Source: an optimization exercise on an open RTL-to-GDS flow (aim: small area, a short achievable clock period and few clock cycles per item). Production flows keep margins and buffers that such runs may drop.
Only simulation tests tie the RTL to the original design; equivalence was not proved.

==> flow/design.v, too long to show whole: its modules and the start of the top module <==
// module rs_stage_a: 834 lines
// module rs_stage_b1: 176 lines
// module rs_stage_b2: 82 lines
// module dc_rs_decoder: 126 lines
module dc_rs_decoder (
  input  wire         clk,
  input  wire         rst,           
  input  wire         in_valid,
  output wire         in_ready,
  input  wire [159:0] in_sym,        
  input  wire         in_mark_a_vld,
  input  wire [4:0]   in_mark_a,
  input  wire         in_mark_b_vld,
  input  wire [4:0]   in_mark_b,
  output reg          out_valid,
  input  wire         out_ready,
  output reg  [127:0] out_data,      
  output reg  [1:0]   out_status,    
  output reg  [19:0]  out_changed,
  output reg          out_unmarked_vld,
  output reg  [4:0]   out_unmarked,
  output reg  [31:0]  out_synd
);
  // ...
==> flow/run.sh <==
#!/bin/bash
# synth_recipe.tcl (not shown) runs the flow's synth.tcl, then flattens the netlist and writes it again
# the make line also repeats each setting of config.mk as NAME=value (left out here)
make -C /OpenROAD-flow-scripts/flow DESIGN_CONFIG=/design/flow/config.mk WORK_HOME=/design/flow/orfs CLKGATE_MAP_FILE= SYNTH_SCRIPT=/design/flow/synth_recipe.tcl finish
==> flow/config.mk <==
export PLATFORM = sky130hd
export DESIGN_NAME = dc_rs_decoder
export DESIGN_NICKNAME = dc_rs_decoder
export VERILOG_FILES = /design/flow/design.v
export SDC_FILE = /design/flow/constraint.sdc
export NUM_CORES = 4
export LEC_CHECK = 0
export ABC_AREA = 1
export CAP_MARGIN = 20
export CORE_MARGIN = 2
export CORE_UTILIZATION = 55
export PLACE_DENSITY = 0.7
export SLEW_MARGIN = 20
==> flow/constraint.sdc <==
create_clock -name core_clock -period 22.0 [get_ports {clk}]
set_input_delay 4.4000 -clock core_clock [delete_from_list [all_inputs] [get_ports {clk}]]
set_output_delay 4.4000 -clock core_clock [all_outputs]
set_load 0.01 [all_outputs]
==> metrics.md, run 1 <==
| Metric | Value |
|---|---|
| Initial antenna violation count | 16 |
| Count of multi-input gates | 7191 |
| End of the worst hold path | r2_dat[113] |
| DIE AREA | 0.120 mm2 |
| Post-synth cell types | 64 |
| HPWL Detailed | 207 mm |
| Drt first-iter violations | 11000 |
| Synth Instances | 8892 |
| Uppermost layer routed | met5 |
| Synth Warn # | 3 |
| Vias in the first global route | 60000 |
| Die span in x | 347 um |
| Starting Density | 55.5% |
| # fillers | 10100 |
| Commonest non-fill, non-tap cell in the layout | nand2_1 |
| Dpl ws | 12940 ps |
| Sequential cell area share | 30.9% |
| RSZ-0062 raised after global routing | false |
| Clk tree area frac | 3.45% |
| CTS Sinks | 741 |
| Met2 usage | 64.5% |
| Critical Path End | out_changed[14] |
| Reg-to-reg startpoint | r2_p[2] |
| Status | timing/DRC/antenna clean |
Testbench counts, summed over its fixed seeds: cycles 16,024, items 16,000.
==> module rs_stage_a, before the edit <==
module rs_stage_a (
  input  wire [159:0] sym,
  output wire [31:0]  synd
);
  wire t160 = sym[5] ^ sym[14];
  wire t161 = sym[4] ^ sym[15];
  wire t162 = sym[22] ^ sym[74];
  wire t163 = sym[44] ^ sym[110];
  wire t164 = sym[0] ^ sym[3];
  wire t165 = sym[11] ^ sym[38];
  wire t166 = sym[12] ^ sym[64];
  wire t167 = sym[23] ^ sym[119];
  wire t168 = sym[47] ^ sym[99];
  wire t169 = sym[56] ^ sym[115];
  wire t170 = sym[65] ^ sym[124];
  wire t171 = sym[86] ^ sym[134];
  wire t172 = sym[88] ^ sym[142];
  wire t173 = sym[1] ^ sym[10];
  wire t174 = sym[2] ^ sym[108];
  wire t175 = sym[6] ^ sym[94];
  wire t176 = sym[7] ^ sym[63];
  wire t177 = sym[21] ^ sym[30];
  wire t178 = sym[25] ^ sym[55];
  wire t179 = sym[31] ^ sym[83];
  wire t180 = sym[42] ^ sym[53];
  wire t181 = sym[66] ^ sym[76];
  wire t182 = sym[92] ^ t160;
  wire t183 = sym[106] ^ sym[151];
  wire t184 = sym[8] ^ sym[35];
  wire t185 = sym[9] ^ sym[36];
  wire t186 = sym[13] ^ sym[73];
  wire t187 = sym[18] ^ sym[45];
  wire t188 = sym[19] ^ sym[46];
  wire t189 = sym[20] ^ sym[72];
  wire t190 = sym[24] ^ sym[54];
  wire t191 = sym[29] ^ sym[81];
  wire t192 = sym[39] ^ sym[91];
  wire t193 = sym[40] ^ sym[85];
  wire t194 = sym[41] ^ sym[107];
  wire t195 = sym[49] ^ sym[97];
  wire t196 = sym[51] ^ sym[62];
  wire t197 = sym[52] ^ sym[118];
  wire t198 = sym[71] ^ t167;
  wire t199 = sym[75] ^ sym[111];
  wire t200 = sym[77] ^ sym[125];
  wire t201 = sym[87] ^ sym[135];
  wire t202 = sym[89] ^ sym[143];
  wire t203 = sym[90] ^ t165;
  wire t204 = sym[93] ^ sym[103];
  wire t205 = t163 ^ t172;
  wire t206 = sym[16] ^ sym[79];
  wire t207 = sym[17] ^ sym[26];
  wire t208 = sym[27] ^ sym[34];
  wire t209 = sym[28] ^ sym[117];
  wire t210 = sym[33] ^ sym[133];
  wire t211 = sym[37] ^ sym[109];
  wire t212 = sym[48] ^ sym[59];
  wire t213 = sym[57] ^ sym[105];
  wire t214 = sym[68] ^ sym[116];
  wire t215 = sym[78] ^ sym[126];
  wire t216 = sym[80] ^ sym[98];
  wire t217 = sym[82] ^ sym[127];
  wire t218 = sym[84] ^ sym[95];
  wire t219 = sym[100] ^ t166;
  wire t220 = sym[101] ^ t162;
  wire t221 = sym[102] ^ t182;
  wire t222 = sym[104] ^ sym[120];
  wire t223 = sym[121] ^ sym[131];
  wire t224 = sym[50] ^ sym[130];
  wire t225 = sym[58] ^ t193;
  wire t226 = sym[60] ^ sym[140];
  wire t227 = sym[61] ^ sym[70];
  wire t228 = sym[67] ^ t169;
  wire t229 = sym[96] ^ t161;
  wire t230 = sym[112] ^ sym[132];
  wire t231 = sym[113] ^ t170;
  wire t232 = sym[114] ^ sym[150];
  wire t233 = t164 ^ t177;
  wire t234 = t168 ^ t174;
  wire t235 = t171 ^ t181;
  wire t236 = t179 ^ t187;
  wire t237 = t188 ^ t191;
  wire t238 = t192 ^ t220;
  wire t239 = sym[32] ^ t194;
  wire t240 = sym[43] ^ t186;
  wire t241 = sym[69] ^ t196;
  wire t242 = sym[122] ^ t204;
  wire t243 = sym[123] ^ t175;
  wire t244 = sym[128] ^ t180;
  wire t245 = sym[141] ^ t178;
  wire t246 = t173 ^ t189;
  wire t247 = t176 ^ t197;
  wire t248 = t183 ^ t198;
  wire t249 = t184 ^ t203;
  wire t250 = t185 ^ t238;
  wire t251 = t190 ^ t208;
  wire t252 = t202 ^ t216;
  wire t253 = t205 ^ t207;
  wire t254 = t217 ^ t219;
  wire t255 = sym[12] ^ t214;
  wire t256 = sym[21] ^ sym[149];
  wire t257 = sym[37] ^ t209;
  wire t258 = sym[50] ^ t212;
  wire t259 = sym[55] ^ t210;
  wire t260 = sym[116] ^ t227;
  wire t261 = sym[127] ^ t201;
  wire t262 = sym[129] ^ t195;
  wire t263 = sym[138] ^ t247;
  wire t264 = sym[141] ^ t226;
  wire t265 = t161 ^ t195;
  wire t266 = t199 ^ t218;
  wire t267 = t206 ^ t232;
  wire t268 = t215 ^ t228;
  wire t269 = t222 ^ t235;
  wire t270 = t230 ^ t242;
  wire t271 = t234 ^ t237;
  wire t272 = sym[1] ^ sym[73];
  wire t273 = sym[2] ^ sym[84];
  wire t274 = sym[3] ^ t211;
  wire t275 = sym[4] ^ sym[92];
  wire t276 = sym[5] ^ sym[35];
  wire t277 = sym[10] ^ sym[74];
  wire t278 = sym[11] ^ sym[139];
  wire t279 = sym[13] ^ sym[53];
  wire t280 = sym[14] ^ sym[70];
  wire t281 = sym[17] ^ sym[44];
  wire t282 = sym[22] ^ sym[150];
  wire t283 = sym[24] ^ sym[64];
  wire t284 = sym[26] ^ sym[98];
  wire t285 = sym[27] ^ sym[131];
  wire t286 = sym[33] ^ sym[109];
  wire t287 = sym[34] ^ t229;
  wire t288 = sym[36] ^ sym[108];
  wire t289 = sym[41] ^ sym[101];
  wire t290 = sym[48] ^ sym[96];
  wire t291 = sym[52] ^ sym[76];
  wire t292 = sym[54] ^ t185;
  wire t293 = sym[60] ^ t244;
  wire t294 = sym[63] ^ t236;
  wire t295 = sym[65] ^ t213;
  wire t296 = sym[66] ^ t241;
  wire t297 = sym[69] ^ sym[118];
  wire t298 = sym[82] ^ sym[146];
  wire t299 = sym[85] ^ t200;
  wire t300 = sym[97] ^ sym[137];
  wire t301 = sym[104] ^ t189;
  wire t302 = sym[107] ^ sym[125];
  wire t303 = sym[110] ^ t254;
  wire t304 = sym[120] ^ t224;
  wire t305 = sym[126] ^ t246;
  wire t306 = sym[140] ^ t178;
  wire t307 = sym[143] ^ t223;
  wire t308 = sym[154] ^ t253;
  wire t309 = sym[156] ^ t260;
  wire t310 = t162 ^ t245;
  wire t311 = t168 ^ t231;
  wire t312 = t169 ^ t251;
  wire t313 = t170 ^ t248;
  wire t314 = t171 ^ t282;
  wire t315 = t179 ^ t221;
  wire t316 = t183 ^ t225;
  wire t317 = t186 ^ t233;
  wire t318 = t198 ^ t261;
  wire t319 = t221 ^ t249;
  wire t320 = t252 ^ t271;
  wire t321 = t257 ^ t308;
  wire t322 = t269 ^ t306;
  wire t323 = sym[0] ^ sym[88];
  wire t324 = sym[3] ^ sym[83];
  wire t325 = sym[4] ^ t197;
  wire t326 = sym[5] ^ sym[61];
  wire t327 = sym[6] ^ sym[23];
  wire t328 = sym[7] ^ sym[126];
  wire t329 = sym[8] ^ sym[128];
  wire t330 = sym[9] ^ t262;
  wire t331 = sym[11] ^ t304;
  wire t332 = sym[13] ^ t259;
  wire t333 = sym[15] ^ sym[16];
  wire t334 = sym[15] ^ sym[39];
  wire t335 = sym[18] ^ sym[138];
  wire t336 = sym[19] ^ t278;
  wire t337 = sym[20] ^ sym[132];
  wire t338 = sym[21] ^ sym[80];
  wire t339 = sym[23] ^ t266;
  wire t340 = sym[28] ^ sym[84];
  wire t341 = sym[29] ^ sym[93];
  wire t342 = sym[30] ^ sym[102];
  wire t343 = sym[31] ^ sym[159];
  wire t344 = sym[32] ^ sym[114];
  wire t345 = sym[32] ^ sym[136];
  wire t346 = sym[34] ^ sym[66];
  wire t347 = sym[40] ^ sym[112];
  wire t348 = sym[42] ^ sym[113];
  wire t349 = sym[43] ^ sym[67];
  wire t350 = sym[43] ^ t202;
  wire t351 = sym[44] ^ sym[148];
  wire t352 = sym[45] ^ sym[86];
  wire t353 = sym[46] ^ sym[100];
  wire t354 = sym[47] ^ t265;
  wire t355 = sym[51] ^ sym[91];
  wire t356 = sym[54] ^ t280;
  wire t357 = sym[55] ^ sym[95];
  wire t358 = sym[56] ^ sym[119];
  wire t359 = sym[56] ^ t290;
  wire t360 = sym[57] ^ t175;
  wire t361 = sym[59] ^ sym[155];
  wire t362 = sym[61] ^ t300;
  wire t363 = sym[62] ^ sym[118];
  wire t364 = sym[68] ^ t246;
  wire t365 = sym[71] ^ sym[121];
  wire t366 = sym[72] ^ sym[142];
  wire t367 = sym[74] ^ t259;
  wire t368 = sym[75] ^ sym[123];
  wire t369 = sym[75] ^ sym[130];
  wire t370 = sym[77] ^ t180;
  wire t371 = sym[78] ^ t302;
  wire t372 = sym[79] ^ sym[151];
  wire t373 = sym[80] ^ t283;
  wire t374 = sym[81] ^ sym[89];
  wire t375 = sym[85] ^ t210;
  wire t376 = sym[87] ^ t206;
  wire t377 = sym[90] ^ t224;
  wire t378 = sym[94] ^ sym[147];
  wire t379 = sym[98] ^ t180;
  wire t380 = sym[99] ^ sym[122];
  wire t381 = sym[101] ^ t256;
  wire t382 = sym[102] ^ t258;
  wire t383 = sym[103] ^ sym[115];
  wire t384 = sym[105] ^ sym[129];
  wire t385 = sym[106] ^ t160;
  wire t386 = sym[109] ^ t184;
  wire t387 = sym[111] ^ t223;
  wire t388 = sym[114] ^ t277;
  wire t389 = sym[117] ^ sym[157];
  wire t390 = sym[117] ^ t200;
  wire t391 = sym[123] ^ t199;
  wire t392 = sym[124] ^ sym[135];
  wire t393 = sym[130] ^ sym[144];
  wire t394 = sym[132] ^ t173;
  wire t395 = sym[133] ^ sym[151];
  wire t396 = sym[133] ^ t279;
  wire t397 = sym[134] ^ t172;
  wire t398 = sym[135] ^ sym[139];
  wire t399 = sym[136] ^ t229;
  wire t400 = sym[139] ^ t265;
  wire t401 = sym[145] ^ t258;
  wire t402 = sym[148] ^ t240;
  wire t403 = sym[149] ^ t275;
  wire t404 = sym[152] ^ t199;
  wire t405 = sym[153] ^ t176;
  wire t406 = sym[155] ^ t293;
  wire t407 = sym[157] ^ t209;
  wire t408 = sym[158] ^ t174;
  wire t409 = sym[158] ^ t215;
  wire t410 = sym[159] ^ t167;
  wire t411 = t164 ^ t205;
  wire t412 = t164 ^ t243;
  wire t413 = t165 ^ t181;
  wire t414 = t166 ^ t237;
  wire t415 = t173 ^ t213;
  wire t416 = t177 ^ t188;
  wire t417 = t182 ^ t233;
  wire t418 = t187 ^ t292;
  wire t419 = t190 ^ t201;
  wire t420 = t191 ^ t285;
  wire t421 = t193 ^ t219;
  wire t422 = t194 ^ t263;
  wire t423 = t196 ^ t212;
  wire t424 = t200 ^ t239;
  wire t425 = t201 ^ t321;
  wire t426 = t203 ^ t208;
  wire t427 = t204 ^ t225;
  wire t428 = t207 ^ t320;
  wire t429 = t211 ^ t251;
  wire t430 = t214 ^ t276;
  wire t431 = t216 ^ t267;
  wire t432 = t218 ^ t379;
  wire t433 = t222 ^ t256;
  wire t434 = t223 ^ t421;
  wire t435 = t231 ^ t243;
  wire t436 = t234 ^ t286;
  wire t437 = t236 ^ t270;
  wire t438 = t239 ^ t366;
  wire t439 = t240 ^ t325;
  wire t440 = t248 ^ t264;
  wire t441 = t250 ^ t294;
  wire t442 = t250 ^ t333;
  wire t443 = t253 ^ t313;
  wire t444 = t255 ^ t288;
  wire t445 = t262 ^ t378;
  wire t446 = t263 ^ t284;
  wire t447 = t268 ^ t287;
  wire t448 = t272 ^ t338;
  wire t449 = t274 ^ t394;
  wire t450 = t281 ^ t309;
  wire t451 = t291 ^ t426;
  wire t452 = t295 ^ t391;
  wire t453 = t296 ^ t401;
  wire t454 = t297 ^ t317;
  wire t455 = t298 ^ t440;
  wire t456 = t299 ^ t328;
  wire t457 = t301 ^ t403;
  wire t458 = t303 ^ t348;
  wire t459 = t307 ^ t310;
  wire t460 = t312 ^ t371;
  wire t461 = t316 ^ t422;
  wire t462 = t318 ^ t372;
  wire t463 = t319 ^ t364;
  wire t464 = t341 ^ t389;
  wire t465 = t344 ^ t402;
  wire t466 = t360 ^ t427;
  wire t467 = t362 ^ t459;
  wire t468 = t370 ^ t425;
  wire t469 = t393 ^ t431;
  wire t470 = t414 ^ t442;
  wire t471 = t423 ^ t447;
  wire t472 = sym[16] ^ sym[72];
  wire t473 = sym[144] ^ sym[152];
  wire t474 = t222 ^ t323;
  wire t475 = t329 ^ t345;
  wire t476 = t347 ^ t472;
  wire t477 = t473 ^ t359;
  wire t478 = t373 ^ t474;
  wire t479 = t475 ^ t476;
  wire t480 = t477 ^ t478;
  wire t481 = t479 ^ t480;
  assign synd[0] = t481;
  wire t482 = sym[17] ^ sym[25];
  wire t483 = sym[33] ^ sym[41];
  wire t484 = sym[113] ^ sym[121];
  wire t485 = sym[137] ^ sym[145];
  wire t486 = sym[153] ^ t272;
  wire t487 = t374 ^ t482;
  wire t488 = t483 ^ t484;
  wire t489 = t485 ^ t295;
  wire t490 = t486 ^ t487;
  wire t491 = t488 ^ t330;
  wire t492 = t489 ^ t490;
  wire t493 = t491 ^ t492;
  assign synd[1] = t493;
  wire t494 = sym[2] ^ sym[42];
  wire t495 = sym[58] ^ sym[106];
  wire t496 = sym[122] ^ sym[154];
  wire t497 = t284 ^ t298;
  wire t498 = t335 ^ t346;
  wire t499 = t494 ^ t495;
  wire t500 = t496 ^ t377;
  wire t501 = t388 ^ t497;
  wire t502 = t498 ^ t499;
  wire t503 = t500 ^ t501;
  wire t504 = t502 ^ t503;
  assign synd[2] = t504;
  wire t505 = sym[35] ^ sym[99];
  wire t506 = sym[107] ^ sym[115];
  wire t507 = sym[147] ^ t285;
  wire t508 = t324 ^ t349;
  wire t509 = t355 ^ t361;
  wire t510 = t368 ^ t505;
  wire t511 = t506 ^ t336;
  wire t512 = t507 ^ t508;
  wire t513 = t509 ^ t510;
  wire t514 = t511 ^ t512;
  wire t515 = t513 ^ t514;
  assign synd[3] = t515;
  wire t516 = sym[100] ^ sym[124];
  wire t517 = sym[156] ^ t226;
  wire t518 = t275 ^ t291;
  wire t519 = t337 ^ t340;
  wire t520 = t351 ^ t516;
  wire t521 = t517 ^ t518;
  wire t522 = t519 ^ t520;
  wire t523 = t444 ^ t521;
  wire t524 = t522 ^ t523;
  assign synd[4] = t524;
  wire t525 = sym[45] ^ sym[69];
  wire t526 = sym[141] ^ t211;
  wire t527 = t326 ^ t525;
  wire t528 = t299 ^ t381;
  wire t529 = t396 ^ t464;
  wire t530 = t526 ^ t527;
  wire t531 = t528 ^ t529;
  wire t532 = t530 ^ t531;
  assign synd[5] = t532;
  wire t533 = sym[38] ^ sym[46];
  wire t534 = sym[110] ^ sym[142];
  wire t535 = t175 ^ t342;
  wire t536 = t363 ^ t533;
  wire t537 = t534 ^ t314;
  wire t538 = t356 ^ t409;
  wire t539 = t535 ^ t536;
  wire t540 = t537 ^ t538;
  wire t541 = t539 ^ t540;
  assign synd[6] = t541;
  wire t542 = sym[47] ^ sym[103];
  wire t543 = sym[111] ^ sym[143];
  wire t544 = t176 ^ t334;
  wire t545 = t343 ^ t357;
  wire t546 = t542 ^ t543;
  wire t547 = t544 ^ t545;
  wire t548 = t546 ^ t547;
  wire t549 = t462 ^ t548;
  assign synd[7] = t549;
  wire t550 = sym[20] ^ sym[29];
  wire t551 = sym[48] ^ sym[62];
  wire t552 = t184 ^ t273;
  wire t553 = t550 ^ t551;
  wire t554 = t220 ^ t228;
  wire t555 = t396 ^ t404;
  wire t556 = t413 ^ t552;
  wire t557 = t553 ^ t354;
  wire t558 = t554 ^ t555;
  wire t559 = t556 ^ t315;
  wire t560 = t466 ^ t557;
  wire t561 = t558 ^ t443;
  wire t562 = t559 ^ t560;
  wire t563 = t561 ^ t562;
  assign synd[8] = t563;
  wire t564 = sym[27] ^ sym[49];
  wire t565 = sym[67] ^ sym[144];
  wire t566 = t160 ^ t334;
  wire t567 = t564 ^ t565;
  wire t568 = t233 ^ t235;
  wire t569 = t252 ^ t255;
  wire t570 = t405 ^ t566;
  wire t571 = t567 ^ t339;
  wire t572 = t382 ^ t418;
  wire t573 = t424 ^ t568;
  wire t574 = t569 ^ t570;
  wire t575 = t466 ^ t571;
  wire t576 = t572 ^ t573;
  wire t577 = t574 ^ t575;
  wire t578 = t576 ^ t577;
  assign synd[9] = t578;
  wire t579 = sym[7] ^ sym[24];
  wire t580 = sym[57] ^ sym[60];
  wire t581 = sym[83] ^ sym[86];
  wire t582 = sym[93] ^ sym[97];
  wire t583 = t169 ^ t215;
  wire t584 = t289 ^ t345;
  wire t585 = t579 ^ t580;
  wire t586 = t581 ^ t582;
  wire t587 = t266 ^ t583;
  wire t588 = t584 ^ t585;
  wire t589 = t586 ^ t271;
  wire t590 = t367 ^ t587;
  wire t591 = t588 ^ t313;
  wire t592 = t453 ^ t589;
  wire t593 = t590 ^ t463;
  wire t594 = t591 ^ t592;
  wire t595 = t593 ^ t594;
  wire t596 = t468 ^ t595;
  assign synd[10] = t596;
  wire t597 = sym[25] ^ sym[134];
  wire t598 = sym[146] ^ t210;
  wire t599 = t300 ^ t597;
  wire t600 = t241 ^ t252;
  wire t601 = t260 ^ t376;
  wire t602 = t386 ^ t598;
  wire t603 = t599 ^ t254;
  wire t604 = t417 ^ t439;
  wire t605 = t600 ^ t601;
  wire t606 = t602 ^ t406;
  wire t607 = t460 ^ t603;
  wire t608 = t604 ^ t605;
  wire t609 = t441 ^ t443;
  wire t610 = t606 ^ t607;
  wire t611 = t608 ^ t609;
  wire t612 = t610 ^ t611;
  assign synd[11] = t612;
  wire t613 = sym[0] ^ sym[63];
  wire t614 = sym[120] ^ sym[133];
  wire t615 = sym[138] ^ t178;
  wire t616 = t206 ^ t302;
  wire t617 = t349 ^ t383;
  wire t618 = t392 ^ t613;
  wire t619 = t614 ^ t257;
  wire t620 = t397 ^ t615;
  wire t621 = t616 ^ t617;
  wire t622 = t618 ^ t305;
  wire t623 = t309 ^ t316;
  wire t624 = t418 ^ t445;
  wire t625 = t619 ^ t620;
  wire t626 = t621 ^ t320;
  wire t627 = t451 ^ t622;
  wire t628 = t623 ^ t624;
  wire t629 = t625 ^ t626;
  wire t630 = t627 ^ t628;
  wire t631 = t629 ^ t630;
  assign synd[12] = t631;
  wire t632 = sym[53] ^ sym[59];
  wire t633 = sym[73] ^ sym[112];
  wire t634 = t171 ^ t177;
  wire t635 = t192 ^ t214;
  wire t636 = t224 ^ t351;
  wire t637 = t357 ^ t363;
  wire t638 = t365 ^ t398;
  wire t639 = t632 ^ t633;
  wire t640 = t274 ^ t407;
  wire t641 = t634 ^ t635;
  wire t642 = t636 ^ t637;
  wire t643 = t638 ^ t639;
  wire t644 = t249 ^ t254;
  wire t645 = t305 ^ t424;
  wire t646 = t640 ^ t641;
  wire t647 = t642 ^ t643;
  wire t648 = t644 ^ t645;
  wire t649 = t646 ^ t647;
  wire t650 = t428 ^ t648;
  wire t651 = t649 ^ t650;
  assign synd[13] = t651;
  wire t652 = sym[51] ^ sym[65];
  wire t653 = sym[117] ^ sym[122];
  wire t654 = t226 ^ t358;
  wire t655 = t652 ^ t653;
  wire t656 = t203 ^ t409;
  wire t657 = t419 ^ t420;
  wire t658 = t654 ^ t655;
  wire t659 = t436 ^ t457;
  wire t660 = t656 ^ t657;
  wire t661 = t658 ^ t454;
  wire t662 = t659 ^ t660;
  wire t663 = t441 ^ t458;
  wire t664 = t661 ^ t662;
  wire t665 = t663 ^ t664;
  assign synd[14] = t665;
  wire t666 = sym[93] ^ t227;
  wire t667 = t340 ^ t346;
  wire t668 = t245 ^ t267;
  wire t669 = t359 ^ t410;
  wire t670 = t416 ^ t666;
  wire t671 = t667 ^ t238;
  wire t672 = t439 ^ t449;
  wire t673 = t452 ^ t668;
  wire t674 = t669 ^ t670;
  wire t675 = t303 ^ t315;
  wire t676 = t671 ^ t672;
  wire t677 = t673 ^ t674;
  wire t678 = t675 ^ t676;
  wire t679 = t677 ^ t678;
  assign synd[15] = t679;
  wire t680 = sym[28] ^ sym[95];
  wire t681 = sym[100] ^ sym[116];
  wire t682 = sym[152] ^ t163;
  wire t683 = t170 ^ t204;
  wire t684 = t213 ^ t232;
  wire t685 = t369 ^ t680;
  wire t686 = t681 ^ t228;
  wire t687 = t236 ^ t385;
  wire t688 = t419 ^ t448;
  wire t689 = t682 ^ t683;
  wire t690 = t684 ^ t685;
  wire t691 = t249 ^ t287;
  wire t692 = t456 ^ t686;
  wire t693 = t687 ^ t688;
  wire t694 = t689 ^ t690;
  wire t695 = t322 ^ t691;
  wire t696 = t692 ^ t693;
  wire t697 = t694 ^ t695;
  wire t698 = t696 ^ t697;
  assign synd[16] = t698;
  wire t699 = sym[26] ^ sym[58];
  wire t700 = sym[97] ^ sym[107];
  wire t701 = sym[153] ^ t175;
  wire t702 = t181 ^ t183;
  wire t703 = t213 ^ t273;
  wire t704 = t290 ^ t352;
  wire t705 = t699 ^ t700;
  wire t706 = t245 ^ t261;
  wire t707 = t387 ^ t390;
  wire t708 = t430 ^ t701;
  wire t709 = t702 ^ t703;
  wire t710 = t704 ^ t705;
  wire t711 = t268 ^ t706;
  wire t712 = t707 ^ t708;
  wire t713 = t709 ^ t710;
  wire t714 = t711 ^ t712;
  wire t715 = t713 ^ t714;
  wire t716 = t470 ^ t715;
  assign synd[17] = t716;
  wire t717 = sym[58] ^ sym[105];
  wire t718 = t212 ^ t217;
  wire t719 = t288 ^ t327;
  wire t720 = t353 ^ t392;
  wire t721 = t717 ^ t718;
  wire t722 = t719 ^ t720;
  wire t723 = t354 ^ t721;
  wire t724 = t722 ^ t322;
  wire t725 = t437 ^ t454;
  wire t726 = t460 ^ t469;
  wire t727 = t723 ^ t321;
  wire t728 = t463 ^ t724;
  wire t729 = t725 ^ t726;
  wire t730 = t727 ^ t728;
  wire t731 = t729 ^ t730;
  assign synd[18] = t731;
  wire t732 = sym[49] ^ sym[70];
  wire t733 = sym[88] ^ sym[145];
  wire t734 = t163 ^ t297;
  wire t735 = t358 ^ t361;
  wire t736 = t395 ^ t732;
  wire t737 = t733 ^ t264;
  wire t738 = t266 ^ t267;
  wire t739 = t377 ^ t734;
  wire t740 = t735 ^ t736;
  wire t741 = t269 ^ t429;
  wire t742 = t435 ^ t737;
  wire t743 = t738 ^ t739;
  wire t744 = t740 ^ t250;
  wire t745 = t434 ^ t741;
  wire t746 = t742 ^ t743;
  wire t747 = t428 ^ t744;
  wire t748 = t745 ^ t746;
  wire t749 = t747 ^ t748;
  assign synd[19] = t749;
  wire t750 = sym[40] ^ sym[142];
  wire t751 = sym[150] ^ t168;
  wire t752 = t289 ^ t355;
  wire t753 = t374 ^ t750;
  wire t754 = t387 ^ t751;
  wire t755 = t752 ^ t753;
  wire t756 = t270 ^ t305;
  wire t757 = t317 ^ t331;
  wire t758 = t399 ^ t429;
  wire t759 = t754 ^ t755;
  wire t760 = t315 ^ t450;
  wire t761 = t756 ^ t757;
  wire t762 = t758 ^ t759;
  wire t763 = t455 ^ t760;
  wire t764 = t761 ^ t762;
  wire t765 = t763 ^ t764;
  assign synd[20] = t765;
  wire t766 = sym[52] ^ sym[71];
  wire t767 = sym[147] ^ t161;
  wire t768 = t196 ^ t273;
  wire t769 = t395 ^ t766;
  wire t770 = t243 ^ t407;
  wire t771 = t448 ^ t767;
  wire t772 = t768 ^ t769;
  wire t773 = t438 ^ t770;
  wire t774 = t771 ^ t772;
  wire t775 = t319 ^ t437;
  wire t776 = t773 ^ t774;
  wire t777 = t458 ^ t467;
  wire t778 = t775 ^ t776;
  wire t779 = t777 ^ t778;
  assign synd[21] = t779;
  wire t780 = sym[5] ^ sym[62];
  wire t781 = sym[104] ^ sym[143];
  wire t782 = t324 ^ t780;
  wire t783 = t781 ^ t244;
  wire t784 = t375 ^ t397;
  wire t785 = t408 ^ t782;
  wire t786 = t270 ^ t339;
  wire t787 = t435 ^ t783;
  wire t788 = t784 ^ t785;
  wire t789 = t446 ^ t465;
  wire t790 = t786 ^ t787;
  wire t791 = t788 ^ t789;
  wire t792 = t790 ^ t470;
  wire t793 = t791 ^ t792;
  assign synd[22] = t793;
  wire t794 = sym[14] ^ sym[64];
  wire t795 = sym[75] ^ sym[82];
  wire t796 = sym[125] ^ t176;
  wire t797 = t211 ^ t218;
  wire t798 = t279 ^ t281;
  wire t799 = t342 ^ t384;
  wire t800 = t398 ^ t794;
  wire t801 = t795 ^ t235;
  wire t802 = t350 ^ t375;
  wire t803 = t388 ^ t410;
  wire t804 = t796 ^ t797;
  wire t805 = t798 ^ t799;
  wire t806 = t800 ^ t311;
  wire t807 = t312 ^ t412;
  wire t808 = t457 ^ t801;
  wire t809 = t802 ^ t803;
  wire t810 = t804 ^ t805;
  wire t811 = t806 ^ t807;
  wire t812 = t808 ^ t809;
  wire t813 = t810 ^ t811;
  wire t814 = t812 ^ t813;
  assign synd[23] = t814;
  wire t815 = t327 ^ t352;
  wire t816 = t380 ^ t205;
  wire t817 = t239 ^ t350;
  wire t818 = t356 ^ t404;
  wire t819 = t433 ^ t815;
  wire t820 = t367 ^ t449;
  wire t821 = t816 ^ t817;
  wire t822 = t818 ^ t819;
  wire t823 = t434 ^ t446;
  wire t824 = t820 ^ t821;
  wire t825 = t822 ^ t471;
  wire t826 = t823 ^ t824;
  wire t827 = t825 ^ t826;
  assign synd[24] = t827;
  wire t828 = sym[45] ^ sym[119];
  wire t829 = sym[127] ^ t163;
  wire t830 = t174 ^ t202;
  wire t831 = t230 ^ t283;
  wire t832 = t289 ^ t323;
  wire t833 = t353 ^ t365;
  wire t834 = t380 ^ t828;
  wire t835 = t314 ^ t376;
  wire t836 = t405 ^ t430;
  wire t837 = t829 ^ t830;
  wire t838 = t831 ^ t832;
  wire t839 = t833 ^ t834;
  wire t840 = t293 ^ t332;
  wire t841 = t400 ^ t452;
  wire t842 = t835 ^ t836;
  wire t843 = t837 ^ t838;
  wire t844 = t839 ^ t451;
  wire t845 = t840 ^ t841;
  wire t846 = t842 ^ t843;
  wire t847 = t844 ^ t845;
  wire t848 = t846 ^ t847;
  assign synd[25] = t848;
  wire t849 = sym[33] ^ sym[36];
  wire t850 = sym[46] ^ sym[90];
  wire t851 = sym[129] ^ t192;
  wire t852 = t227 ^ t230;
  wire t853 = t276 ^ t277;
  wire t854 = t368 ^ t849;
  wire t855 = t850 ^ t229;
  wire t856 = t241 ^ t307;
  wire t857 = t373 ^ t381;
  wire t858 = t851 ^ t852;
  wire t859 = t853 ^ t854;
  wire t860 = t268 ^ t311;
  wire t861 = t382 ^ t855;
  wire t862 = t856 ^ t857;
  wire t863 = t858 ^ t859;
  wire t864 = t322 ^ t860;
  wire t865 = t861 ^ t862;
  wire t866 = t863 ^ t461;
  wire t867 = t864 ^ t865;
  wire t868 = t866 ^ t867;
  wire t869 = t468 ^ t868;
  assign synd[26] = t869;
  wire t870 = sym[91] ^ t286;
  wire t871 = t335 ^ t383;
  wire t872 = t413 ^ t415;
  wire t873 = t420 ^ t433;
  wire t874 = t870 ^ t871;
  wire t875 = t221 ^ t310;
  wire t876 = t311 ^ t318;
  wire t877 = t400 ^ t411;
  wire t878 = t444 ^ t456;
  wire t879 = t872 ^ t873;
  wire t880 = t874 ^ t406;
  wire t881 = t469 ^ t875;
  wire t882 = t876 ^ t877;
  wire t883 = t878 ^ t879;
  wire t884 = t880 ^ t881;
  wire t885 = t882 ^ t883;
  wire t886 = t884 ^ t885;
  assign synd[27] = t886;
  wire t887 = sym[2] ^ sym[10];
  wire t888 = sym[39] ^ sym[81];
  wire t889 = sym[96] ^ sym[140];
  wire t890 = sym[149] ^ t162;
  wire t891 = t200 ^ t209;
  wire t892 = t217 ^ t232;
  wire t893 = t329 ^ t384;
  wire t894 = t887 ^ t888;
  wire t895 = t889 ^ t242;
  wire t896 = t336 ^ t890;
  wire t897 = t891 ^ t892;
  wire t898 = t893 ^ t894;
  wire t899 = t332 ^ t417;
  wire t900 = t895 ^ t896;
  wire t901 = t897 ^ t898;
  wire t902 = t450 ^ t453;
  wire t903 = t899 ^ t900;
  wire t904 = t901 ^ t461;
  wire t905 = t902 ^ t903;
  wire t906 = t904 ^ t905;
  assign synd[28] = t906;
  wire t907 = sym[1] ^ sym[108];
  wire t908 = t166 ^ t194;
  wire t909 = t197 ^ t278;
  wire t910 = t280 ^ t347;
  wire t911 = t369 ^ t907;
  wire t912 = t244 ^ t301;
  wire t913 = t314 ^ t464;
  wire t914 = t908 ^ t909;
  wire t915 = t910 ^ t911;
  wire t916 = t294 ^ t330;
  wire t917 = t412 ^ t912;
  wire t918 = t913 ^ t914;
  wire t919 = t915 ^ t916;
  wire t920 = t917 ^ t918;
  wire t921 = t455 ^ t471;
  wire t922 = t919 ^ t920;
  wire t923 = t921 ^ t922;
  assign synd[29] = t923;
  wire t924 = sym[76] ^ sym[83];
  wire t925 = sym[131] ^ t190;
  wire t926 = t326 ^ t924;
  wire t927 = t231 ^ t240;
  wire t928 = t247 ^ t255;
  wire t929 = t264 ^ t304;
  wire t930 = t386 ^ t408;
  wire t931 = t415 ^ t416;
  wire t932 = t925 ^ t926;
  wire t933 = t399 ^ t432;
  wire t934 = t438 ^ t445;
  wire t935 = t927 ^ t928;
  wire t936 = t929 ^ t930;
  wire t937 = t931 ^ t932;
  wire t938 = t462 ^ t933;
  wire t939 = t934 ^ t935;
  wire t940 = t936 ^ t937;
  wire t941 = t938 ^ t939;
  wire t942 = t940 ^ t941;
  assign synd[30] = t942;
  wire t943 = sym[6] ^ sym[119];
  wire t944 = t337 ^ t343;
  wire t945 = t943 ^ t225;
  wire t946 = t292 ^ t385;
  wire t947 = t390 ^ t944;
  wire t948 = t296 ^ t331;
  wire t949 = t411 ^ t432;
  wire t950 = t436 ^ t945;
  wire t951 = t946 ^ t947;
  wire t952 = t465 ^ t948;
  wire t953 = t949 ^ t950;
  wire t954 = t951 ^ t467;
  wire t955 = t952 ^ t953;
  wire t956 = t954 ^ t955;
  assign synd[31] = t956;
endmodule
==> module rs_stage_b2, before the edit <==
module rs_stage_b2 (
  input  wire [127:0] dat,
  input  wire [7:0]   s0,
  input  wire         va,
  input  wire [4:0]   ma,
  input  wire         vb,
  input  wire [4:0]   mb,
  input  wire         en_p,
  input  wire         corr,
  input  wire [4:0]   p,
  input  wire [7:0]   q,
  input  wire [7:0]   f1,
  input  wire [7:0]   il,
  output wire [127:0] data,
  output wire [19:0]  changed
);
  function [7:0] gf_mul;
    input [7:0] a;
    input [7:0] b;
    integer k;
    reg [7:0] p;
    reg [7:0] aa;
    begin
      p  = 8'h00;
      aa = a;
      for (k = 0; k < 8; k = k + 1) begin
        if (b[k]) p = p ^ aa;
        aa = aa[7] ? ({aa[6:0], 1'b0} ^ 8'h1D) : {aa[6:0], 1'b0};
      end
      gf_mul = p;
    end
  endfunction
  function [7:0] loc_inv;
    input [4:0] x;
    begin
      loc_inv[0] = (x == 5'd0) | (x == 5'd1) | (x == 5'd2) | (x == 5'd7) | (x == 5'd9) | (x == 5'd10) | (x == 5'd11) | (x == 5'd12) | (x == 5'd16) | (x == 5'd17) | (x == 5'd19);
      loc_inv[1] = (x == 5'd0) | (x == 5'd1) | (x == 5'd2) | (x == 5'd3) | (x == 5'd8) | (x == 5'd10) | (x == 5'd11) | (x == 5'd12) | (x == 5'd13) | (x == 5'd17) | (x == 5'd18);
      loc_inv[2] = (x == 5'd3) | (x == 5'd4) | (x == 5'd7) | (x == 5'd10) | (x == 5'd13) | (x == 5'd14) | (x == 5'd16) | (x == 5'd17) | (x == 5'd18);
      loc_inv[3] = (x == 5'd0) | (x == 5'd1) | (x == 5'd2) | (x == 5'd4) | (x == 5'd5) | (x == 5'd7) | (x == 5'd8) | (x == 5'd9) | (x == 5'd10) | (x == 5'd12) | (x == 5'd14) | (x == 5'd15) | (x == 5'd16) | (x == 5'd18);
      loc_inv[4] = (x == 5'd3) | (x == 5'd5) | (x == 5'd6) | (x == 5'd7) | (x == 5'd8) | (x == 5'd12) | (x == 5'd13) | (x == 5'd15);
      loc_inv[5] = (x == 5'd4) | (x == 5'd6) | (x == 5'd7) | (x == 5'd8) | (x == 5'd9) | (x == 5'd13) | (x == 5'd14) | (x == 5'd16);
      loc_inv[6] = (x == 5'd0) | (x == 5'd5) | (x == 5'd7) | (x == 5'd8) | (x == 5'd9) | (x == 5'd10) | (x == 5'd14) | (x == 5'd15) | (x == 5'd17);
      loc_inv[7] = (x == 5'd0) | (x == 5'd1) | (x == 5'd6) | (x == 5'd8) | (x == 5'd9) | (x == 5'd10) | (x == 5'd11) | (x == 5'd15) | (x == 5'd16) | (x == 5'd18);
    end
  endfunction
  function [7:0] zi_of;
    input [5:0] x;
    begin
      zi_of[0] = (x == 6'd46) | (x == 6'd47) | (x == 6'd49) | (x == 6'd50) | (x == 6'd51) | (x == 6'd53) | (x == 6'd56) | (x == 6'd57) | (x == 6'd60) | (x == 6'd63) | (x == 6'd2) | (x == 6'd3) | (x == 6'd5) | (x == 6'd6) | (x == 6'd9) | (x == 6'd10) | (x == 6'd12) | (x == 6'd16) | (x == 6'd19);
      zi_of[1] = (x == 6'd45) | (x == 6'd46) | (x == 6'd48) | (x == 6'd49) | (x == 6'd54) | (x == 6'd58) | (x == 6'd60) | (x == 6'd62) | (x == 6'd2) | (x == 6'd4) | (x == 6'd6) | (x == 6'd10) | (x == 6'd15) | (x == 6'd16) | (x == 6'd18) | (x == 6'd19);
      zi_of[2] = (x == 6'd46) | (x == 6'd47) | (x == 6'd48) | (x == 6'd51) | (x == 6'd52) | (x == 6'd53) | (x == 6'd57) | (x == 6'd58) | (x == 6'd59) | (x == 6'd61) | (x == 6'd62) | (x == 6'd63) | (x == 6'd1) | (x == 6'd2) | (x == 6'd3) | (x == 6'd5) | (x == 6'd6) | (x == 6'd7) | (x == 6'd11) | (x == 6'd12) | (x == 6'd13) | (x == 6'd16) | (x == 6'd17) | (x == 6'd18);
      zi_of[3] = (x == 6'd47) | (x == 6'd49) | (x == 6'd54) | (x == 6'd55) | (x == 6'd58) | (x == 6'd59) | (x == 6'd61) | (x == 6'd3) | (x == 6'd5) | (x == 6'd6) | (x == 6'd9) | (x == 6'd10) | (x == 6'd15) | (x == 6'd17);
      zi_of[4] = (x == 6'd47) | (x == 6'd53) | (x == 6'd54) | (x == 6'd57) | (x == 6'd58) | (x == 6'd60) | (x == 6'd61) | (x == 6'd63) | (x == 6'd1) | (x == 6'd3) | (x == 6'd4) | (x == 6'd6) | (x == 6'd7) | (x == 6'd10) | (x == 6'd11) | (x == 6'd17);
      zi_of[5] = (x == 6'd45) | (x == 6'd46) | (x == 6'd48) | (x == 6'd51) | (x == 6'd53) | (x == 6'd54) | (x == 6'd55) | (x == 6'd56) | (x == 6'd59) | (x == 6'd60) | (x == 6'd62) | (x == 6'd63) | (x == 6'd1) | (x == 6'd2) | (x == 6'd4) | (x == 6'd5) | (x == 6'd8) | (x == 6'd9) | (x == 6'd10) | (x == 6'd11) | (x == 6'd13) | (x == 6'd16) | (x == 6'd18) | (x == 6'd19);
      zi_of[6] = (x == 6'd45) | (x == 6'd47) | (x == 6'd48) | (x == 6'd50) | (x == 6'd51) | (x == 6'd53) | (x == 6'd54) | (x == 6'd57) | (x == 6'd58) | (x == 6'd59) | (x == 6'd60) | (x == 6'd63) | (x == 6'd1) | (x == 6'd4) | (x == 6'd5) | (x == 6'd6) | (x == 6'd7) | (x == 6'd10) | (x == 6'd11) | (x == 6'd13) | (x == 6'd14) | (x == 6'd16) | (x == 6'd17) | (x == 6'd19);
      zi_of[7] = (x == 6'd47) | (x == 6'd49) | (x == 6'd50) | (x == 6'd51) | (x == 6'd52) | (x == 6'd54) | (x == 6'd55) | (x == 6'd56) | (x == 6'd59) | (x == 6'd61) | (x == 6'd62) | (x == 6'd63) | (x == 6'd1) | (x == 6'd2) | (x == 6'd3) | (x == 6'd5) | (x == 6'd8) | (x == 6'd9) | (x == 6'd10) | (x == 6'd12) | (x == 6'd13) | (x == 6'd14) | (x == 6'd15) | (x == 6'd17);
    end
  endfunction
  wire       e2 = va & vb;
  wire       e1 = va ^ vb;
  wire [4:0] m1 = va ? ma : mb;
  wire [7:0] w   = gf_mul(f1, zi_of({1'b0, m1} - {1'b0, p}));
  wire [7:0] g   = gf_mul(loc_inv(mb), zi_of({1'b0, mb} - {1'b0, p}));
  wire [7:0] yp2 = gf_mul(w, g);
  wire [7:0] yp  = e2 ? yp2 : e1 ? w : s0;
  wire [7:0] ya2 = gf_mul(q ^ w, il);
  wire [7:0] y1  = s0 ^ yp;
  wire [7:0] mag_a = e2 ? ya2 : y1;
  wire [7:0] mag_b = e2 ? (y1 ^ ya2) : y1;
  genvar c;
  generate
    for (c = 0; c < 20; c = c + 1) begin : g_chip
      wire [7:0] err = ({8{en_p & (p == c)}} & yp) |
                       ({8{corr & va & (ma == c)}} & mag_a) |
                       ({8{corr & vb & (mb == c)}} & mag_b);
      assign changed[c] = |err;
      if (c < 16) begin : g_dat
        assign data[8*c +: 8] = dat[8*c +: 8] ^ err;
      end
    end
  endgenerate
endmodule
==> run 2, diff against run 1 <==
--- a/flow/design.v
+++ b/flow/design.v
@@ -1,6 +1,39 @@
 module rs_stage_a (
   input  wire [159:0] sym,
-  output wire [31:0]  synd
+  input  wire         va,
+  input  wire [4:0]   ma,
+  input  wire         vb,
+  input  wire [4:0]   mb,
+  output wire [31:0]  synd,
+  output wire [7:0]   l1,
+  output wire [7:0]   l2,
+  output wire [7:0]   lx
 );
+  function [7:0] chip_loc;
+    input [4:0] x;
+    begin
+      chip_loc[0] = (x == 5'd1) | (x == 5'd5) | (x == 5'd6) | (x == 5'd7) | (x == 5'd11) | (x == 5'd19);
+      chip_loc[1] = (x == 5'd0) | (x == 5'd4) | (x == 5'd5) | (x == 5'd6) | (x == 5'd10) | (x == 5'd18);
+      chip_loc[2] = (x == 5'd1) | (x == 5'd3) | (x == 5'd4) | (x == 5'd6) | (x == 5'd7) | (x == 5'd9) | (x == 5'd11) | (x == 5'd17);
+      chip_loc[3] = (x == 5'd0) | (x == 5'd1) | (x == 5'd2) | (x == 5'd3) | (x == 5'd7) | (x == 5'd8) | (x == 5'd10) | (x == 5'd11) | (x == 5'd16);
+      chip_loc[4] = (x == 5'd0) | (x == 5'd2) | (x == 5'd5) | (x == 5'd9) | (x == 5'd10) | (x == 5'd11) | (x == 5'd15);
+      chip_loc[5] = (x == 5'd1) | (x == 5'd4) | (x == 5'd8) | (x == 5'd9) | (x == 5'd10) | (x == 5'd14);
+      chip_loc[6] = (x == 5'd0) | (x == 5'd3) | (x == 5'd7) | (x == 5'd8) | (x == 5'd9) | (x == 5'd13);
+      chip_loc[7] = (x == 5'd2) | (x == 5'd6) | (x == 5'd7) | (x == 5'd8) | (x == 5'd12);
+    end
+  endfunction
+  function [7:0] lam2_of;
+    input [5:0] x;
+    begin
+      lam2_of[0] = (x == 6'd2) | (x == 6'd5) | (x == 6'd6) | (x == 6'd13) | (x == 6'd14) | (x == 6'd15) | (x == 6'd17) | (x == 6'd20) | (x == 6'd24) | (x == 6'd25) | (x == 6'd26) | (x == 6'd30) | (x == 6'd38);
+      lam2_of[1] = (x == 6'd1) | (x == 6'd4) | (x == 6'd5) | (x == 6'd12) | (x == 6'd13) | (x == 6'd14) | (x == 6'd16) | (x == 6'd19) | (x == 6'd23) | (x == 6'd24) | (x == 6'd25) | (x == 6'd29) | (x == 6'd37);
+      lam2_of[2] = (x == 6'd0) | (x == 6'd2) | (x == 6'd3) | (x == 6'd4) | (x == 6'd5) | (x == 6'd6) | (x == 6'd11) | (x == 6'd12) | (x == 6'd14) | (x == 6'd17) | (x == 6'd18) | (x == 6'd20) | (x == 6'd22) | (x == 6'd23) | (x == 6'd25) | (x == 6'd26) | (x == 6'd28) | (x == 6'd30) | (x == 6'd36);
+      lam2_of[3] = (x == 6'd1) | (x == 6'd3) | (x == 6'd4) | (x == 6'd6) | (x == 6'd10) | (x == 6'd11) | (x == 6'd14) | (x == 6'd15) | (x == 6'd16) | (x == 6'd19) | (x == 6'd20) | (x == 6'd21) | (x == 6'd22) | (x == 6'd26) | (x == 6'd27) | (x == 6'd29) | (x == 6'd30) | (x == 6'd35);
+      lam2_of[4] = (x == 6'd0) | (x == 6'd3) | (x == 6'd6) | (x == 6'd9) | (x == 6'd10) | (x == 6'd17) | (x == 6'd18) | (x == 6'd19) | (x == 6'd21) | (x == 6'd24) | (x == 6'd28) | (x == 6'd29) | (x == 6'd30) | (x == 6'd34);
+      lam2_of[5] = (x == 6'd2) | (x == 6'd5) | (x == 6'd8) | (x == 6'd9) | (x == 6'd16) | (x == 6'd17) | (x == 6'd18) | (x == 6'd20) | (x == 6'd23) | (x == 6'd27) | (x == 6'd28) | (x == 6'd29) | (x == 6'd33);
+      lam2_of[6] = (x == 6'd1) | (x == 6'd4) | (x == 6'd7) | (x == 6'd8) | (x == 6'd15) | (x == 6'd16) | (x == 6'd17) | (x == 6'd19) | (x == 6'd22) | (x == 6'd26) | (x == 6'd27) | (x == 6'd28) | (x == 6'd32);
+      lam2_of[7] = (x == 6'd0) | (x == 6'd3) | (x == 6'd6) | (x == 6'd7) | (x == 6'd14) | (x == 6'd15) | (x == 6'd16) | (x == 6'd18) | (x == 6'd21) | (x == 6'd25) | (x == 6'd26) | (x == 6'd27) | (x == 6'd31);
+    end
+  endfunction
   wire t160 = sym[5] ^ sym[14];
   wire t161 = sym[4] ^ sym[15];
@@ -832,4 +865,10 @@
   wire t956 = t954 ^ t955;
   assign synd[31] = t956;
+  wire       e2 = va & vb;
+  wire [7:0] xa = chip_loc(ma);
+  wire [7:0] xb = chip_loc(mb);
+  assign l1 = e2 ? (xa ^ xb) : (va ? xa : xb);
+  assign l2 = lam2_of({1'b0, ma} + {1'b0, mb});
+  assign lx = e2 ? xb : l1;
 endmodule
 module rs_stage_b1 (
@@ -839,4 +878,7 @@
   input  wire         vb,
   input  wire [4:0]   mb,
+  input  wire [7:0]   l1,
+  input  wire [7:0]   l2,
+  input  wire [7:0]   lx,
   output wire [1:0]   status,
   output wire         en_p,      
@@ -876,17 +918,4 @@
     end
   endfunction
-  function [7:0] chip_loc;
-    input [4:0] x;
-    begin
-      chip_loc[0] = (x == 5'd1) | (x == 5'd5) | (x == 5'd6) | (x == 5'd7) | (x == 5'd11) | (x == 5'd19);
-      chip_loc[1] = (x == 5'd0) | (x == 5'd4) | (x == 5'd5) | (x == 5'd6) | (x == 5'd10) | (x == 5'd18);
-      chip_loc[2] = (x == 5'd1) | (x == 5'd3) | (x == 5'd4) | (x == 5'd6) | (x == 5'd7) | (x == 5'd9) | (x == 5'd11) | (x == 5'd17);
-      chip_loc[3] = (x == 5'd0) | (x == 5'd1) | (x == 5'd2) | (x == 5'd3) | (x == 5'd7) | (x == 5'd8) | (x == 5'd10) | (x == 5'd11) | (x == 5'd16);
-      chip_loc[4] = (x == 5'd0) | (x == 5'd2) | (x == 5'd5) | (x == 5'd9) | (x == 5'd10) | (x == 5'd11) | (x == 5'd15);
-      chip_loc[5] = (x == 5'd1) | (x == 5'd4) | (x == 5'd8) | (x == 5'd9) | (x == 5'd10) | (x == 5'd14);
-      chip_loc[6] = (x == 5'd0) | (x == 5'd3) | (x == 5'd7) | (x == 5'd8) | (x == 5'd9) | (x == 5'd13);
-      chip_loc[7] = (x == 5'd2) | (x == 5'd6) | (x == 5'd7) | (x == 5'd8) | (x == 5'd12);
-    end
-  endfunction
   function [7:0] loc_inv;
     input [4:0] x;
@@ -902,17 +931,4 @@
     end
   endfunction
-  function [7:0] lam2_of;
-    input [5:0] x;
-    begin
-      lam2_of[0] = (x == 6'd2) | (x == 6'd5) | (x == 6'd6) | (x == 6'd13) | (x == 6'd14) | (x == 6'd15) | (x == 6'd17) | (x == 6'd20) | (x == 6'd24) | (x == 6'd25) | (x == 6'd26) | (x == 6'd30) | (x == 6'd38);
-      lam2_of[1] = (x == 6'd1) | (x == 6'd4) | (x == 6'd5) | (x == 6'd12) | (x == 6'd13) | (x == 6'd14) | (x == 6'd16) | (x == 6'd19) | (x == 6'd23) | (x == 6'd24) | (x == 6'd25) | (x == 6'd29) | (x == 6'd37);
-      lam2_of[2] = (x == 6'd0) | (x == 6'd2) | (x == 6'd3) | (x == 6'd4) | (x == 6'd5) | (x == 6'd6) | (x == 6'd11) | (x == 6'd12) | (x == 6'd14) | (x == 6'd17) | (x == 6'd18) | (x == 6'd20) | (x == 6'd22) | (x == 6'd23) | (x == 6'd25) | (x == 6'd26) | (x == 6'd28) | (x == 6'd30) | (x == 6'd36);
-      lam2_of[3] = (x == 6'd1) | (x == 6'd3) | (x == 6'd4) | (x == 6'd6) | (x == 6'd10) | (x == 6'd11) | (x == 6'd14) | (x == 6'd15) | (x == 6'd16) | (x == 6'd19) | (x == 6'd20) | (x == 6'd21) | (x == 6'd22) | (x == 6'd26) | (x == 6'd27) | (x == 6'd29) | (x == 6'd30) | (x == 6'd35);
-      lam2_of[4] = (x == 6'd0) | (x == 6'd3) | (x == 6'd6) | (x == 6'd9) | (x == 6'd10) | (x == 6'd17) | (x == 6'd18) | (x == 6'd19) | (x == 6'd21) | (x == 6'd24) | (x == 6'd28) | (x == 6'd29) | (x == 6'd30) | (x == 6'd34);
-      lam2_of[5] = (x == 6'd2) | (x == 6'd5) | (x == 6'd8) | (x == 6'd9) | (x == 6'd16) | (x == 6'd17) | (x == 6'd18) | (x == 6'd20) | (x == 6'd23) | (x == 6'd27) | (x == 6'd28) | (x == 6'd29) | (x == 6'd33);
-      lam2_of[6] = (x == 6'd1) | (x == 6'd4) | (x == 6'd7) | (x == 6'd8) | (x == 6'd15) | (x == 6'd16) | (x == 6'd17) | (x == 6'd19) | (x == 6'd22) | (x == 6'd26) | (x == 6'd27) | (x == 6'd28) | (x == 6'd32);
-      lam2_of[7] = (x == 6'd0) | (x == 6'd3) | (x == 6'd6) | (x == 6'd7) | (x == 6'd14) | (x == 6'd15) | (x == 6'd16) | (x == 6'd18) | (x == 6'd21) | (x == 6'd25) | (x == 6'd26) | (x == 6'd27) | (x == 6'd31);
-    end
-  endfunction
   function [7:0] zi_of;
     input [5:0] x;
@@ -935,9 +951,5 @@
   wire       e1 = va ^ vb;
   wire [4:0] m1 = va ? ma : mb;
-  wire [7:0] xa = chip_loc(ma);
-  wire [7:0] xb = chip_loc(mb);
-  wire [7:0] l1 = e2 ? (xa ^ xb) : chip_loc(m1);
-  wire [7:0] l2 = lam2_of({1'b0, ma} + {1'b0, mb});
-  wire [7:0] p10 = gf_mul(e2 ? xb : l1, s0);
+  wire [7:0] p10 = gf_mul(lx, s0);
   wire [7:0] p11 = gf_mul(l1, s1);
   wire [7:0] p12 = gf_mul(l1, s2);
@@ -1010,5 +1022,4 @@
 endmodule
 module rs_stage_b2 (
-  input  wire [127:0] dat,
   input  wire [7:0]   s0,
   input  wire         va,
@@ -1016,12 +1027,11 @@
   input  wire         vb,
   input  wire [4:0]   mb,
-  input  wire         en_p,
-  input  wire         corr,
   input  wire [4:0]   p,
   input  wire [7:0]   q,
   input  wire [7:0]   f1,
   input  wire [7:0]   il,
-  output wire [127:0] data,
-  output wire [19:0]  changed
+  output wire [7:0]   yp,
+  output wire [7:0]   mag_a,
+  output wire [7:0]   mag_b
 );
   function [7:0] gf_mul;
@@ -1073,18 +1083,38 @@
   wire [7:0] g   = gf_mul(loc_inv(mb), zi_of({1'b0, mb} - {1'b0, p}));
   wire [7:0] yp2 = gf_mul(w, g);
-  wire [7:0] yp  = e2 ? yp2 : e1 ? w : s0;
+  assign yp = e2 ? yp2 : e1 ? w : s0;
   wire [7:0] ya2 = gf_mul(q ^ w, il);
   wire [7:0] y1  = s0 ^ yp;
-  wire [7:0] mag_a = e2 ? ya2 : y1;
-  wire [7:0] mag_b = e2 ? (y1 ^ ya2) : y1;
+  assign mag_a = e2 ? ya2 : y1;
+  assign mag_b = e2 ? (y1 ^ ya2) : y1;
+endmodule
+module rs_stage_b3 (
+  input  wire [127:0] dat,
+  input  wire         va,
+  input  wire [4:0]   ma,
+  input  wire         vb,
+  input  wire [4:0]   mb,
+  input  wire         en_p,
+  input  wire         corr,
+  input  wire [4:0]   p,
+  input  wire [7:0]   yp,
+  input  wire [7:0]   mag_a,
+  input  wire [7:0]   mag_b,
+  output wire [127:0] data,
+  output wire [19:0]  changed
+);
+  wire yp_nz = |yp;
+  wire ma_nz = |mag_a;
+  wire mb_nz = |mag_b;
   genvar c;
   generate
     for (c = 0; c < 20; c = c + 1) begin : g_chip
-      wire [7:0] err = ({8{en_p & (p == c)}} & yp) |
-                       ({8{corr & va & (ma == c)}} & mag_a) |
-                       ({8{corr & vb & (mb == c)}} & mag_b);
-      assign changed[c] = |err;
+      wire sel_p = en_p & (p == c);
+      wire sel_a = corr & va & (ma == c);
+      wire sel_b = corr & vb & (mb == c);
+      assign changed[c] = (sel_p & yp_nz) | (sel_a & ma_nz) | (sel_b & mb_nz);
       if (c < 16) begin : g_dat
-        assign data[8*c +: 8] = dat[8*c +: 8] ^ err;
+        assign data[8*c +: 8] = dat[8*c +: 8] ^ ({8{sel_p}} & yp) ^
+                                ({8{sel_a}} & mag_a) ^ ({8{sel_b}} & mag_b);
       end
     end
@@ -1103,10 +1133,10 @@
   output reg          out_valid,
   input  wire         out_ready,
-  output reg  [127:0] out_data,      
-  output reg  [1:0]   out_status,    
-  output reg  [19:0]  out_changed,
-  output reg          out_unmarked_vld,
-  output reg  [4:0]   out_unmarked,
-  output reg  [31:0]  out_synd
+  output wire [127:0] out_data,      
+  output wire [1:0]   out_status,    
+  output wire [19:0]  out_changed,
+  output wire         out_unmarked_vld,
+  output wire [4:0]   out_unmarked,
+  output wire [31:0]  out_synd
 );
   reg  r1_valid, r2_valid, sk_valid;
@@ -1116,9 +1146,15 @@
   wire take = in_valid && !sk_valid;
   assign in_ready = !sk_valid;
-  wire [31:0]  a_synd;
-  rs_stage_a u_a (.sym (in_sym), .synd (a_synd));
-  wire [171:0] a_beat = {in_mark_b_vld, in_mark_b, in_mark_a_vld, in_mark_a,
+  wire [31:0] a_synd;
+  wire [7:0]  a_l1, a_l2, a_lx;
+  rs_stage_a u_a (
+    .sym (in_sym),
+    .va (in_mark_a_vld), .ma (in_mark_a), .vb (in_mark_b_vld), .mb (in_mark_b),
+    .synd (a_synd), .l1 (a_l1), .l2 (a_l2), .lx (a_lx)
+  );
+  wire [195:0] a_beat = {a_l1, a_l2, a_lx,
+                         in_mark_b_vld, in_mark_b, in_mark_a_vld, in_mark_a,
                          a_synd, in_sym[127:0]};
-  reg  [171:0] sk_beat;
+  reg  [195:0] sk_beat;
   always @(posedge clk) begin
     if (rst) begin
@@ -1137,4 +1173,5 @@
   reg [127:0] r1_dat;
   reg [31:0]  r1_synd;
+  reg [7:0]   r1_l1, r1_l2, r1_lx;
   reg         r1_va, r1_vb;
   reg [4:0]   r1_ma, r1_mb;
@@ -1148,5 +1185,6 @@
   always @(posedge clk) begin
     if (adv1 && (sk_valid || take)) begin
-      {r1_vb, r1_mb, r1_va, r1_ma, r1_synd, r1_dat} <= sk_valid ? sk_beat : a_beat;
+      {r1_l1, r1_l2, r1_lx, r1_vb, r1_mb, r1_va, r1_ma, r1_synd, r1_dat} <=
+        sk_valid ? sk_beat : a_beat;
     end
   end
@@ -1158,4 +1196,5 @@
     .synd (r1_synd),
     .va (r1_va), .ma (r1_ma), .vb (r1_vb), .mb (r1_mb),
+    .l1 (r1_l1), .l2 (r1_l2), .lx (r1_lx),
     .status (b1_status), .en_p (b1_en_p), .corr (b1_corr), .p (b1_p),
     .q (b1_q), .f1 (b1_f1), .il (b1_il)
@@ -1190,13 +1229,19 @@
     end
   end
-  wire [127:0] b2_data;
-  wire [19:0]  b2_changed;
+  wire [7:0] b2_yp, b2_mag_a, b2_mag_b;
   rs_stage_b2 u_b2 (
-    .dat (r2_dat), .s0 (r2_synd[7:0]),
+    .s0 (r2_synd[7:0]),
     .va (r2_va), .ma (r2_ma), .vb (r2_vb), .mb (r2_mb),
-    .en_p (r2_en_p), .corr (r2_corr), .p (r2_p),
-    .q (r2_q), .f1 (r2_f1), .il (r2_il),
-    .data (b2_data), .changed (b2_changed)
+    .p (r2_p), .q (r2_q), .f1 (r2_f1), .il (r2_il),
+    .yp (b2_yp), .mag_a (b2_mag_a), .mag_b (b2_mag_b)
   );
+  reg [127:0] r3_dat;
+  reg [31:0]  r3_synd;
+  reg [7:0]   r3_yp, r3_mag_a, r3_mag_b;
+  reg [1:0]   r3_status;
+  reg         r3_en_p, r3_corr;
+  reg [4:0]   r3_p;
+  reg         r3_va, r3_vb;
+  reg [4:0]   r3_ma, r3_mb;
   always @(posedge clk) begin
     if (rst) begin
@@ -1208,11 +1253,26 @@
   always @(posedge clk) begin
     if (adv3 && r2_valid) begin
-      out_data         <= b2_data;
-      out_changed      <= b2_changed;
-      out_status       <= r2_status;
-      out_unmarked_vld <= r2_en_p;
-      out_unmarked     <= r2_p;
-      out_synd         <= r2_synd;
+      r3_dat    <= r2_dat;
+      r3_synd   <= r2_synd;
+      r3_yp     <= b2_yp;
+      r3_mag_a  <= b2_mag_a;
+      r3_mag_b  <= b2_mag_b;
+      r3_status <= r2_status;
+      r3_en_p   <= r2_en_p;  r3_corr <= r2_corr;
+      r3_p      <= r2_p;
+      r3_va     <= r2_va;  r3_ma <= r2_ma;
+      r3_vb     <= r2_vb;  r3_mb <= r2_mb;
     end
   end
+  rs_stage_b3 u_b3 (
+    .dat (r3_dat),
+    .va (r3_va), .ma (r3_ma), .vb (r3_vb), .mb (r3_mb),
+    .en_p (r3_en_p), .corr (r3_corr), .p (r3_p),
+    .yp (r3_yp), .mag_a (r3_mag_a), .mag_b (r3_mag_b),
+    .data (out_data), .changed (out_changed)
+  );
+  assign out_status       = r3_status;
+  assign out_unmarked_vld = r3_en_p;
+  assign out_unmarked     = r3_p;
+  assign out_synd         = r3_synd;
 endmodule
==> flow/flow/run.sh (new file) <==
#!/bin/bash
set -e
export BUFFER_PORTS_ARGS="-buffer_cell sky130_fd_sc_hd__buf_2"
export SETUP_SLACK_MARGIN=14.5
bash standard.sh > standard.log 2>&1
==> flow/standard.sh (new file) <==
#!/bin/bash
# synth_recipe.tcl (not shown) runs the flow's synth.tcl, then flattens the netlist and writes it again
# the make line also repeats each setting of config.mk as NAME=value (left out here)
make -C /OpenROAD-flow-scripts/flow DESIGN_CONFIG=/design/flow/config.mk WORK_HOME=/design/flow/orfs CLKGATE_MAP_FILE= SYNTH_SCRIPT=/design/flow/synth_recipe.tcl "${@:-finish}"
--- a/flow/config.mk
+++ b/flow/config.mk
@@ -9,5 +9,5 @@
 export CAP_MARGIN = 20
 export CORE_MARGIN = 2
-export CORE_UTILIZATION = 55
-export PLACE_DENSITY = 0.7
+export CORE_UTILIZATION = 60
+export PLACE_DENSITY = 0.75
 export SLEW_MARGIN = 20
removed: flow/run.sh
==> run 2 against run 1 <==
  * Critical endpoint is now out_data[67]
  * Final cell count up 1.7%
  * Still clean on timing, DRC and antenna
  * Clock skew grew 9.8 ps
  * Synthesized cell count grew 2.0%
  * Global-route usage increased by 0.16 points
  * Critical path type is now flop to output port
  * First-iteration DRC count down 15%
  * Die area is 3.8% lower
  * Critical path depth is 30 lower
  * Wire length shrank 3.3%
==> metrics.md, run 2 <==
| Metric | Value |
|---|---|
| Post-Synth Adder-Cell Area | 0.543% (was 0.551%) |
| Synth Instances | 9066 (was 8892) |
| DIE AREA | 0.116 mm2 (was 0.120 mm2) |
| Share of the synthesized area in the top cell type | 35.6% (was 34.3%) |
| Post-synth cell types | 69 (was 64) |
| Commonest non-fill, non-tap cell in the layout | nand2_1 (unchanged) |
| Simple-gate share of the synthesized area | 31.3% (was 34.2%) |
| Proportion of synthesized area in mux cells | 0% (was 0.0155%) |
| Clock tree buffer depth | 3 (unchanged) |
| # Max-Cap Violations | 0 (unchanged) |
| # hold bufs at CTS | 0 (unchanged) |
| HPWL Detailed | 197 mm (was 207 mm) |
| End of the worst hold path | r2_dat[106] (was r2_dat[113]) |
| Mapped cell area | 0.0677 mm2 (was 0.0645 mm2) |
| CTS Sinks | 806 (was 741) |
| Leading cell types in the layout, fill and taps excluded | nand2_1, xor2_1, edfxtp_1, xnor2_1, inv_1 (was nand2_1, nor2_1, xor2_1, nand3_1, edfxtp_1) |
| Dpl ws | 14050 ps (was 12940 ps) |
| Drt pass-1 iters | 9 (was 10) |
| Met3 Wirelength | 34.8 mm (was 38.6 mm) |
| Gr usage total | 43.7% (was 43.6%) |
| Initial antenna violation count | 18 (was 16) |
| Startpoint Class | flop (unchanged) |
| Uppermost layer routed | met5 (unchanged) |
| Drt first-iter violations | 9357 (was 11000) |
| Status | timing/DRC/antenna clean (unchanged) |
| Arrival time worst endpoint | 3150 ps (was 9900 ps) |
| CTS buffer count | 81 (was 80) |
| Final setup vio count | 0 (unchanged) |
| Main area contributors after synthesis | edfxtp_1, nand2_1, xor2_1 (unchanged) |
| Hold Path Class | flop to flop (unchanged) |
| Crit path max fanout | 9 (was 19) |
| Worst setup EP type | output port (was flop) |
| Post-layout min period | 7550 ps (was 9510 ps) |
| Die span in x | 340 um (was 347 um) |
| Reg-to-reg startpoint | r1_l2[5] (was r2_p[2]) |
| Min-Delay Path Depth | 0 (unchanged) |
| Async S/R FF share, synth | 0% (unchanged) |
| RSZ-0062 raised after global routing | true (was false) |
| Clock Latency Late Sink | 700 ps (was 670 ps) |
| Sequential share of the synthesized area | 35.7% (was 34.4%) |
| Vias in the first global route | 60000 (about the same) |
| Synth Warn # | 4 (was 3) |
| Starting Density | 60.4% (was 55.5%) |
| Io pins | 366 (unchanged) |
-- run 2: changes by cell type after synthesis, moves of 57 or more --
| cell | previous run | this run |
|---|---|---|
| edfxtp_1 | 737 | 802 |
| inv_1 | 666 | 747 |
| nand2_1 | 2879 | 3107 |
| nand3_1 | 745 | 688 |
| nor2_1 | 1085 | 775 |
| xnor2_1 | 650 | 804 |
| xor2_1 | 904 | 969 |
-- run 2: cell families after synthesis --
group / count (synthesis)
AOI/OAI and AO/OA: 366
buffers and inverters: 1049
DFF: 806
xor gates and xnor gates: 1786
and+or+nand+nor: 5032
adders and majority gates: 27
-- run 2: worst max path at each step --
stage / from / cells after the start / end
after floorplan: out_ready / 6 / r2_corr
after global placement: in_mark_a[0] / 14 / r1_l2[5]
after detailed placement: out_ready / 10 / r2_dat[29]
after CTS: r3_p[4] / 7 / out_data[117]
after global routing: r3_ma[4] / 7 / out_data[67]
final: r3_ma[4] / 7 / out_data[67]
-- run 2: per-layer routing --
| layer | global-route usage (%) | vias up |
|---|---|---|
| met4 | 28.2 | 14 |
| met3 | 10.8 | 1092 |
| li1 | - | 29400 |
| met5 | 0 | - |
| met2 | 66.1 | 4830 |
| met1 | 56.0 | 30000 |
-- run 2: area by class of cell --
cell class | instances | area [um2]
Sequential cell | 806 | 24200
Clock buffer | 96 | 2080
Fill cell | 9241 | 37900
Multi-Input combinational cell | 7212 | 39800
Inverter | 802 | 3030
Timing Repair Buffer | 470 | 2690
Antenna cell | 6 | 15.0
Tap cell | 1500 | 1880
Clock inverter | 51 | 661
-- run 2: through the flow --
step                      instances  cell area [um2]
after global placement        10700            70800
after floorplan                9066            67800
after CTS                     10900            73600
after global routing          10900            74300
after detailed placement      10700            70800
final                         10900            74300
-- run 2: timing repair --
| item | in CTS | in global routing |
|---|---|---|
| gates resized for setup | 12 | 67 |
| pin swaps | 1 | 6 |
| endpoints found under the setup margin | 58 | 139 |
| cloned | 0 | 1 |
| buffers inserted | 2 | 38 |
-- run 2: worst max-delay path, cell delays in order (launching register included) --
cell and delay [ps]:
edfxtp_1 450, inv_1 120, nand3_1 360, nor2_2 560, nand2_1 200, xnor2_1 270
xor2_1 320, buf_2 200
Testbench counts of run 2, summed over its fixed seeds: cycles 16,024, items 16,000.

[port drivers added, routing unchanged]
Ports are ideal in the flow. The routed layouts listed here were re-timed in OpenROAD. Step 1 sets driving cells, clkbuf_16 on the clock port and buf_2 on the other inputs (assumed; they add their load-dependent delay and slew). Step 2 times the ports against the registers' clock, not the clock port: input delays grow and output delays shrink by t, the midpoint of the rising clock arrivals with the driver on. Slacks: no drivers / after step 1 / after step 2; pairs: no drivers / after step 1.
run | t (ns) | slack for setup (ns) | worst setup path at the end | slew at the worst register clock pin (ns)
run 1 | 0.732 | 12.486 / 12.486 / 12.486 | register to register | 0.08 / 0.08
run 2 | 0.758 | 14.448 / 14.367 / 14.030 | input to register | 0.08 / 0.08
After both steps setup and hold are still met in every run listed. For run 2, which loses most, drivers alone change the setup slack by -0.081 ns; drivers and shift together by -0.418 ns.
